Source: an optimization exercise on an open RTL-to-GDS flow (aim: small area, a short achievable clock period and few clock cycles per item). Production flows keep margins and buffers that such runs may drop.
RTL that was checked went through simulation tests only; none was proved equivalent to the original.

## wip/tundra
Design lattice_interp, start of the top module:
module lattice_interp (
  input  wire        clk,
  input  wire        rst,
  input  wire        in_valid,
  input  wire [63:0] in_x,         
  output reg         in_ready,
  output reg         mem_rd,
  output reg  [16:0] mem_addr,
  input  wire [15:0] mem_rdata,    
  output reg         out_valid,
  output reg  [15:0] out_y
);
Settings: LEC_CHECK=0, CAP_MARGIN=20, CORE_MARGIN=2, CORE_UTILIZATION=40, CTS_BUF_LIST=sky130_fd_sc_hd__clkbuf_16, CTS_CLUSTER_DIAMETER=80, CTS_CLUSTER_SIZE=25, SLEW_MARGIN=20, SYNTH_HIERARCHICAL=1; clock period 10.0 ns.
standard.sh (not shown) runs the stock make flow with config.mk's settings and CLKGATE_MAP_FILE= SYNTH_SCRIPT=/design/flow/synth_recipe.tcl, a recipe that flattens the netlist after the stock synthesis.
==> flow/flow/run.sh <==
#!/bin/bash
# Standard layout, with plain buffers (buf_2) on the ports instead of the
# delay buffers the port-buffering step picks by default, and timing repair
# aiming at a shorter period than the 10 ns clock.
set -euo pipefail
bash standard.sh "BUFFER_PORTS_ARGS=-buffer_cell sky130_fd_sc_hd__buf_2" SETUP_SLACK_MARGIN=6.3 finish > standard.log 2>&1
The final layout from wip/tundra, which completed every stage, passed the timing, design-rule and antenna checks at the end of the flow.
## Diff of input files: wip/garnet against wip/tundra
==> flow/flow/run.sh <==
#!/bin/bash
# Standard layout, with plain buffers (buf_2) on the ports instead of the
# delay buffers the port-buffering step picks by default, and timing repair
# aiming at a shorter period than the 10 ns clock.
set -euo pipefail
bash standard.sh "BUFFER_PORTS_ARGS=-buffer_cell sky130_fd_sc_hd__buf_2" SETUP_SLACK_MARGIN=6.9 finish > standard.log 2>&1
Findings:
- Wire length, wip/garnet vs wip/tundra: up by a few percent
- Going from wip/tundra to wip/garnet, final critical-path share of the clock period fell 0.57 points; share of cell area taken by multi-input logic gates fell 1.7 points.
For wip/quartz, these inputs were changed with respect to wip/garnet:
==> flow/flow/run.sh <==
#!/bin/bash
# Standard layout, with plain buffers (buf_2) on the ports instead of the
# delay buffers the port-buffering step picks by default, and timing repair
# aiming at a shorter period than the 10 ns clock.
set -euo pipefail
bash standard.sh "BUFFER_PORTS_ARGS=-buffer_cell sky130_fd_sc_hd__buf_2" SETUP_SLACK_MARGIN=6.6 finish > standard.log 2>&1
Results
- Taking wip/garnet as the reference, in wip/quartz count of clock-buffer cells in the layout lower, summed area of non-filler cells in the final layout now smaller, length in cells of the worst reg-to-reg path rose 1.
- As far as hold slack is concerned, wip/garnet and wip/quartz perform about the same.
- Comparing wip/quartz and wip/garnet, the higher proportion of layout cells with a drive suffix above 1 is on wip/garnet.
Function was not checked in any run of this note: the RTL went through the layout flow alone.


## v6
Another version of the RTL of lattice_interp (not shown whole).
Size in the first run: about 1,900 cells after synthesis, ~280 flip-flops, ~120 I/O pins, about 0.021 mm² of cells after synthesis.
Settings: LEC_CHECK=0, CAP_MARGIN=20, CORE_MARGIN=2, CORE_UTILIZATION=40, CTS_BUF_LIST=sky130_fd_sc_hd__clkbuf_16, CTS_CLUSTER_DIAMETER=80, CTS_CLUSTER_SIZE=25, SLEW_MARGIN=20, SYNTH_HIERARCHICAL=1; clock period 10.0 ns.
==> flow/flow/run.sh <==
#!/bin/bash
# Standard layout, with plain buffers (buf_2) on the ports instead of the
# delay buffers the port-buffering step picks by default, and timing repair
# aiming at a shorter period than the 10 ns clock.
set -euo pipefail
bash standard.sh "BUFFER_PORTS_ARGS=-buffer_cell sky130_fd_sc_hd__buf_2" SETUP_SLACK_MARGIN=6.3 finish > standard.log 2>&1
The following lists how v7 was set up differently from v6:
==> flow/flow/run.sh <==
#!/bin/bash
# Standard layout, with plain buffers (buf_1) on the ports instead of the
# delay buffers the port-buffering step picks by default, and timing repair
# aiming at a shorter period than the 10 ns clock.
set -euo pipefail
bash standard.sh "BUFFER_PORTS_ARGS=-buffer_cell sky130_fd_sc_hd__buf_1" SETUP_SLACK_MARGIN=6.3 finish > standard.log 2>&1
### Flow results
Having completed the whole flow, v7 delivered a layout that passed the timing, design-rule and antenna checks.
Going from v6 to v7, growth of design area from synthesis to finish increased 0.84 points; design area went up by 180 µm²; setup slack of the critical path after layout now larger; slew of the pin with the lowest slew margin up 0.036 ns.
A highest routed metal layer of met4 is what v6 shows, while met5 belongs to v7.
Changes observed in v7 relative to v6: share of the core filled with cells in the final layout grew by 0.34 points; overall routed net length now sits higher.
Function was not checked in any run of this note: the RTL went through the layout flow alone.


before:
Another version of the RTL of lattice_interp (not shown whole).
For scale: ~2000 cells after synthesis, roughly 300 flip-flops, about 120 I/O pins, ~0.022 sq mm of cells after synthesis.
clock: 10.0 ns
lec_check: 0
cap_margin: 20
core_margin: 2
core_utilization: 40
cts_buf_list: sky130_fd_sc_hd__clkbuf_16
cts_cluster_diameter: 90
cts_cluster_size: 30
place_density: 0.75
slew_margin: 20
synth_hierarchical: 1
==> flow/flow/run.sh <==
#!/bin/bash
# Standard layout, with plain buffers (buf_1) on the ports instead of the
# delay buffers the port-buffering step picks by default, and timing repair
# aiming at a shorter period than the 10 ns clock.
set -euo pipefail
bash standard.sh "BUFFER_PORTS_ARGS=-buffer_cell sky130_fd_sc_hd__buf_1" SETUP_SLACK_MARGIN=6.5 finish > standard.log 2>&1
before: all stages complete, timing, DRC and antenna checks passed
Testbench counts of before, summed over its fixed seeds: cycles 8,968, items 2,048.
Edits applied to the flow inputs when going from before to after:
- removing PLACE_DENSITY (formerly 0.75)
- changing CTS_CLUSTER_DIAMETER from 90 to 80
- changing CTS_CLUSTER_SIZE from 30 to 25
==> flow/flow/run.sh <==
#!/bin/bash
# Standard layout, with plain buffers (buf_2) on the ports instead of the
# delay buffers the port-buffering step picks by default, and timing repair
# aiming at a shorter period than the 10 ns clock.
set -euo pipefail
bash standard.sh "BUFFER_PORTS_ARGS=-buffer_cell sky130_fd_sc_hd__buf_2" SETUP_SLACK_MARGIN=6.9 finish > standard.log 2>&1
Notes after the runs:
Final area: higher on after. Comparing before with after, the cell count after placement came out essentially unchanged. On minimum period implied by the final worst setup slack, the lower figure sits with after, not before. Non-clock buffer count: after vs before up 82.


Starting RTL as in the previous note.
clock: 10.0 ns
lec_check: 0
cap_margin: 20
core_margin: 2
core_utilization: 40
cts_buf_list: sky130_fd_sc_hd__clkbuf_16
cts_cluster_diameter: 90
cts_cluster_size: 30
slew_margin: 20
synth_hierarchical: 1
==> flow/flow/run.sh <==
#!/bin/bash
# Standard layout, with plain buffers (buf_1) on the ports instead of the
# delay buffers the port-buffering step picks by default, and timing repair
# aiming at a shorter period than the 10 ns clock.
set -euo pipefail
bash standard.sh "BUFFER_PORTS_ARGS=-buffer_cell sky130_fd_sc_hd__buf_1" SETUP_SLACK_MARGIN=6.5 finish > standard.log 2>&1
Testbench counts at the start, summed over its fixed seeds: cycles 8,968, items 2,048.
Next try:
--- a/flow/flow/run.sh
+++ b/flow/flow/run.sh
@@ -6 +6 @@
-bash standard.sh "BUFFER_PORTS_ARGS=-buffer_cell sky130_fd_sc_hd__buf_1" SETUP_SLACK_MARGIN=6.5 finish > standard.log 2>&1
+bash standard.sh "BUFFER_PORTS_ARGS=-buffer_cell sky130_fd_sc_hd__buf_1" SETUP_SLACK_MARGIN=6.7 finish > standard.log 2>&1
Result: The new run completed with no timing, DRC or antenna violations. Wire length went up by a few percent. Critical path depth climbs by 1. Via count came out higher slightly. Core utilization is higher by 1.5 points. Non-clock buffer count grows by 40. Count of clock-buffer cells in the layout climbs by 1. Worst hold slack gets worse by 0.015 ns. Sequential cell count stays the same.
Next try:
--- a/flow/flow/run.sh
+++ b/flow/flow/run.sh
@@ -6 +6 @@
-bash standard.sh "BUFFER_PORTS_ARGS=-buffer_cell sky130_fd_sc_hd__buf_1" SETUP_SLACK_MARGIN=6.7 finish > standard.log 2>&1
+bash standard.sh "BUFFER_PORTS_ARGS=-buffer_cell sky130_fd_sc_hd__buf_1" SETUP_SLACK_MARGIN=6.5 finish > standard.log 2>&1
Settings changed: GPL_TIMING_DRIVEN set to 1.
Core utilization shrinks by 1.5 points.
Worst setup slack is worse by 0.052 ns.
Critical path depth decreases by 1.
Worst hold slack is better by 0.015 ns.
Die area does not change.
Via count goes down by 1.5%.
Next try:
==> flow/flow/run.sh (replaced) <==
#!/bin/bash
# Standard layout, with plain buffers (buf_2) on the ports instead of the
# delay buffers the port-buffering step picks by default, and timing repair
# aiming at a shorter period than the 10 ns clock.
set -euo pipefail
bash standard.sh "BUFFER_PORTS_ARGS=-buffer_cell sky130_fd_sc_hd__buf_2" SETUP_SLACK_MARGIN=6.6 finish > standard.log 2>&1
Settings changed: CTS_CLUSTER_DIAMETER 90 to 80, CTS_CLUSTER_SIZE 30 to 25, GPL_TIMING_DRIVEN 1 to unset.
What happened:
- The changed run passed the timing, design-rule and antenna checks
- clock-buffer cell count came out higher by 5
- flip-flop and latch count does not change
- die area does not change
- area after synthesis is unchanged
- non-clock buffer count rose by 19
- core utilization rose by 1.2 points


lattice_interp again, from the RTL that the note above started with.
==> flow/config.mk <==
export PLATFORM = sky130hd
export DESIGN_NAME = lattice_interp
export DESIGN_NICKNAME = lattice_interp
export VERILOG_FILES = /design/flow/design.v
export SDC_FILE = /design/flow/constraint.sdc
export NUM_CORES = 4
export LEC_CHECK = 0
export CAP_MARGIN = 20
export CORE_MARGIN = 2
export CORE_UTILIZATION = 40
export CTS_BUF_LIST = sky130_fd_sc_hd__clkbuf_16
export CTS_CLUSTER_DIAMETER = 90
export CTS_CLUSTER_SIZE = 30
export SLEW_MARGIN = 20
export SYNTH_HIERARCHICAL = 1
==> flow/constraint.sdc <==
create_clock -name core_clock -period 10.0 [get_ports {clk}]
set_input_delay 2.0000 -clock core_clock [delete_from_list [all_inputs] [get_ports {clk}]]
set_output_delay 2.0000 -clock core_clock [all_outputs]
set_load 0.01 [all_outputs]
==> flow/flow/run.sh <==
#!/bin/bash
# Standard layout, with plain buffers (buf_2) on the ports instead of the
# delay buffers the port-buffering step picks by default, and timing repair
# aiming at a shorter period than the 10 ns clock.
set -euo pipefail
bash standard.sh "BUFFER_PORTS_ARGS=-buffer_cell sky130_fd_sc_hd__buf_2" SETUP_SLACK_MARGIN=6.6 finish > standard.log 2>&1
The starting point went through all stages and came out clean.
Testbench counts at the start, summed over its fixed seeds: cycles 8,968, items 2,048.
Rerun with:
==> flow/flow/run.sh (replaced) <==
#!/bin/bash
# Standard layout, with plain buffers (buf_1) on the ports instead of the
# delay buffers the port-buffering step picks by default, and timing repair
# aiming at a shorter period than the 10 ns clock.
set -euo pipefail
bash standard.sh "BUFFER_PORTS_ARGS=-buffer_cell sky130_fd_sc_hd__buf_1" SETUP_SLACK_MARGIN=6.6 finish > standard.log 2>&1
CTS_CLUSTER_DIAMETER = 80   (was 90)
CTS_CLUSTER_SIZE = 25   (was 30)
The new run completed with no timing, DRC or antenna violations.
Register-to-register slack got worse by 0.04 ns.
Cell count is about the same.
Rerun with:
==> flow/flow/run.sh (replaced) <==
#!/bin/bash
# Standard layout, with plain buffers (buf_2) on the ports instead of the
# delay buffers the port-buffering step picks by default, and timing repair
# aiming at a shorter period than the 10 ns clock.
set -euo pipefail
bash standard.sh "BUFFER_PORTS_ARGS=-buffer_cell sky130_fd_sc_hd__buf_2" SETUP_SLACK_MARGIN=6.3 finish > standard.log 2>&1
Outcome: The changed run went through all stages and came out clean; synthesized area stays the same; synthesized cell count is unchanged; worst hold slack is about the same; critical path depth does not change; sequential share of layout area went down by 0.22 points; cell area went down by 0.73%; setup slack loses 0.21 ns; die area stays the same.


## south
lattice_interp, a different RTL version from the one above (not shown whole).
Size: about 1800 cells after synthesis, ~120 I/O pins, ~19000 sq um of cells after synthesis.
clock: 10.0 ns
lec_check: 0
cap_margin: 20
core_margin: 2
core_utilization: 40
cts_buf_list: sky130_fd_sc_hd__clkbuf_4
slew_margin: 20
synth_hierarchical: 1
run.sh (not shown) runs the stock make flow with config.mk's settings and CLKGATE_MAP_FILE= SYNTH_SCRIPT=/design/flow/synth_recipe.tcl, a recipe that flattens the netlist after the stock synthesis.
Stock flow here: none of the scripts above is used.
What middle does differently from south at the input level:
==> flow/flow/run.sh (new file) <==
#!/bin/bash
# Standard layout, with plain buffers (buf_2) on the ports instead of the
# delay buffers the port-buffering step picks by default.
set -euo pipefail
bash standard.sh "BUFFER_PORTS_ARGS=-buffer_cell sky130_fd_sc_hd__buf_2" finish > standard.log 2>&1
==> flow/standard.sh (new file) <==
#!/bin/bash
# synth_recipe.tcl (not shown) runs the flow's synth.tcl, then flattens the netlist and writes it again
# the make line also repeats each setting of config.mk as NAME=value (left out here)
make -C /OpenROAD-flow-scripts/flow DESIGN_CONFIG=/design/flow/config.mk WORK_HOME=/design/flow/orfs CLKGATE_MAP_FILE= SYNTH_SCRIPT=/design/flow/synth_recipe.tcl "${@:-finish}"
removed: flow/run.sh
## What came out
Footprint of the multi-input gates essentially unchanged between south and middle. middle completed every stage of the flow, and the final layout passed the timing, design-rule and antenna checks. The routing usage on met2 number comes out lower for middle vs south. Per the comparison of middle with south, total met3 wirelength after detailed routing grew by about 4%; clock period minus worst slack grew by 0.10 ns; fmax shrank by about 2%. Final worst setup slack, middle and south: larger value in south.
No functional check of the RTL was part of any run of this note.


lattice_interp, a different RTL version from the one above (not shown whole).
Size: ~1800 cells after synthesis, about 280 flip-flops, roughly 120 I/O pins.
==> flow/config.mk <==
export PLATFORM = sky130hd
export DESIGN_NAME = lattice_interp
export DESIGN_NICKNAME = lattice_interp
export VERILOG_FILES = /design/flow/design.v
export SDC_FILE = /design/flow/constraint.sdc
export NUM_CORES = 4
export LEC_CHECK = 0
export CAP_MARGIN = 20
export CORE_MARGIN = 2
export CORE_UTILIZATION = 55
export CTS_BUF_LIST = sky130_fd_sc_hd__clkbuf_16
export CTS_CLUSTER_DIAMETER = 80
export CTS_CLUSTER_SIZE = 25
export SLEW_MARGIN = 20
export SYNTH_HIERARCHICAL = 1
==> flow/constraint.sdc <==
create_clock -name core_clock -period 10.0 [get_ports {clk}]
set_input_delay 2.0000 -clock core_clock [delete_from_list [all_inputs] [get_ports {clk}]]
set_output_delay 2.0000 -clock core_clock [all_outputs]
set_load 0.01 [all_outputs]
standard.sh (not shown) runs the stock make flow with config.mk's settings and CLKGATE_MAP_FILE= SYNTH_SCRIPT=/design/flow/synth_recipe.tcl, a recipe that flattens the netlist after the stock synthesis.
==> flow/flow/run.sh <==
#!/bin/bash
# Standard layout, with plain buffers (buf_2) on the ports instead of the
# delay buffers the port-buffering step picks by default, and timing repair
# aiming at a shorter period than the 10 ns clock.
set -euo pipefail
bash standard.sh "BUFFER_PORTS_ARGS=-buffer_cell sky130_fd_sc_hd__buf_2" SETUP_SLACK_MARGIN=6.3 finish > standard.log 2>&1
Testbench counts at the start, summed over its fixed seeds: cycles 9,405, items 2,048.
Change:
--- a/flow/config.mk
+++ b/flow/config.mk
@@ -10,4 +10,4 @@
-export CORE_UTILIZATION = 55
-export CTS_BUF_LIST = sky130_fd_sc_hd__clkbuf_16
-export CTS_CLUSTER_DIAMETER = 80
-export CTS_CLUSTER_SIZE = 25
+export CORE_UTILIZATION = 40
+export CTS_BUF_LIST = sky130_fd_sc_hd__clkbuf_8
+export CTS_CLUSTER_DIAMETER = 60
+export CTS_CLUSTER_SIZE = 16
The new run ran to the end with no violations. Wire length came out higher by a few percent. Hold slack barely changes.


lattice_interp again, from the RTL that the note above started with.
Settings: LEC_CHECK=0, CAP_MARGIN=20, CORE_MARGIN=2, CORE_UTILIZATION=40, CTS_BUF_LIST=sky130_fd_sc_hd__clkbuf_4, SLEW_MARGIN=20, SYNTH_HIERARCHICAL=1; clock period 10.0 ns.
Scripts as last shown in full above: flow/flow/run.sh
Testbench counts at the start, summed over its fixed seeds: cycles 9,405, items 2,048.
Then changed:
==> flow/run.sh (new file) <==
#!/bin/bash
# synth_recipe.tcl (not shown) runs the flow's synth.tcl, then flattens the netlist and writes it again
# the make line also repeats each setting of config.mk as NAME=value (left out here)
make -C /OpenROAD-flow-scripts/flow DESIGN_CONFIG=/design/flow/config.mk WORK_HOME=/design/flow/orfs CLKGATE_MAP_FILE= SYNTH_SCRIPT=/design/flow/synth_recipe.tcl finish
removed: flow/flow/run.sh
removed: flow/standard.sh
Count of clock-buffer cells in the layout decreases by 1.
Setup slack is worse by 0.55 ns.
Cell count fell by 2.5%.
Synthesized cell count does not change.
Fmax fell by 13%.
Die area stays the same.
Routed wire length falls by 3.3%.
Global-route usage decreases by 0.53 points.
Then changed:
==> flow/flow/run.sh (new file) <==
#!/bin/bash
# Standard layout, with plain buffers (buf_2) on the ports instead of the
# delay buffers the port-buffering step picks by default, and timing repair
# aiming at a shorter period than the 10 ns clock.
set -euo pipefail
bash standard.sh "BUFFER_PORTS_ARGS=-buffer_cell sky130_fd_sc_hd__buf_2" SETUP_SLACK_MARGIN=6.7 finish > standard.log 2>&1
==> flow/standard.sh (new file) <==
#!/bin/bash
# synth_recipe.tcl (not shown) runs the flow's synth.tcl, then flattens the netlist and writes it again
# the make line also repeats each setting of config.mk as NAME=value (left out here)
make -C /OpenROAD-flow-scripts/flow DESIGN_CONFIG=/design/flow/config.mk WORK_HOME=/design/flow/orfs CLKGATE_MAP_FILE= SYNTH_SCRIPT=/design/flow/synth_recipe.tcl "${@:-finish}"
removed: flow/run.sh
Routed wire length increases by roughly a tenth.
Non-clock buffer count increases by 182.
Die area stays the same.
First-iteration DRC count increases by about a fifth.
Worst setup slack improves by 0.58 ns.
Sequential share of layout area decreases by 1.5 points.
Then changed:
==> flow/flow/run.sh (replaced) <==
#!/bin/bash
# Standard layout, with plain buffers (buf_2) on the ports instead of the
# delay buffers the port-buffering step picks by default.
set -euo pipefail
bash standard.sh "BUFFER_PORTS_ARGS=-buffer_cell sky130_fd_sc_hd__buf_2" finish > standard.log 2>&1
After rerunning:
- non-clock buffer count goes down by 183
- synthesized cell count does not change
- die area stays the same
- fmax went down by 13%

what the ideal ports hide:
How much do the figures lean on ideal ports? The routed layouts below were timed once more, with nothing changed but the port constraints.
Step 1, drivers: a clkbuf_16 drives clk and a buf_2 each remaining input, both assumed.
Step 2, shift: input delay + t, output delay - t, t = (earliest + latest rising clock arrival at the registers) / 2. This alone moves slack from input paths to output paths.
Three values: ideal ports, drivers, drivers and shift; two values: the first two.
run	shift t [ns]	slack for setup (ns)	clock arrival spread, ns	worst slew at a driven data input, ns
wip/tundra	0.596	6.344 / 6.344 / 6.267	0.024 / 0.024	0.11
wip/garnet	0.601	6.400 / 6.400 / 6.400	0.024 / 0.024	0.10
wip/quartz	0.621	6.347 / 6.347 / 6.347	0.022 / 0.022	0.10
v6	0.601	6.134 / 6.134 / 6.134	0.035 / 0.035	0.10
v7	0.605	6.147 / 6.147 / 6.147	0.036 / 0.035	0.10
before	0.605	6.587 / 6.587 / 6.569	0.025 / 0.024	0.12
after	0.611	6.690 / 6.690 / 6.499	0.034 / 0.034	0.10
the first run of note 4	0.595	6.611 / 6.611 / 6.356	0.025 / 0.025	0.11
the second run of note 4	0.601	6.664 / 6.664 / 6.410	0.037 / 0.037	0.11
the third run of note 4	0.595	6.611 / 6.611 / 6.356	0.025 / 0.025	0.11
the fourth run of note 4	0.610	6.685 / 6.670 / 6.442	0.020 / 0.020	0.10
the first run of note 5	0.609	6.672 / 6.672 / 6.450	0.030 / 0.031	0.10
the second run of note 5	0.611	6.634 / 6.634 / 6.438	0.035 / 0.035	0.11
the third run of note 5	0.611	6.422 / 6.422 / 6.422	0.018 / 0.017	0.10
south	0.777	5.205 / 5.205 / 5.195	0.077 / 0.076	0.06
middle	0.784	5.101 / 5.101 / 5.101	0.066 / 0.066	0.04
the first run of note 7	0.607	6.369 / 6.369 / 6.369	0.031 / 0.031	0.03
the second run of note 7	0.676	6.367 / 6.343 / 6.367	0.058 / 0.058	0.09
the first run of note 8	0.828	6.393 / 6.393 / 6.393	0.076 / 0.076	0.09
the second run of note 8	0.857	5.845 / 5.845 / 5.845	0.066 / 0.067	0.10
the third run of note 8	0.831	6.423 / 6.423 / 6.423	0.066 / 0.066	0.10
the fourth run of note 8	0.845	5.901 / 5.901 / 5.901	0.051 / 0.051	0.09
After both steps setup and hold are still met in every run listed.
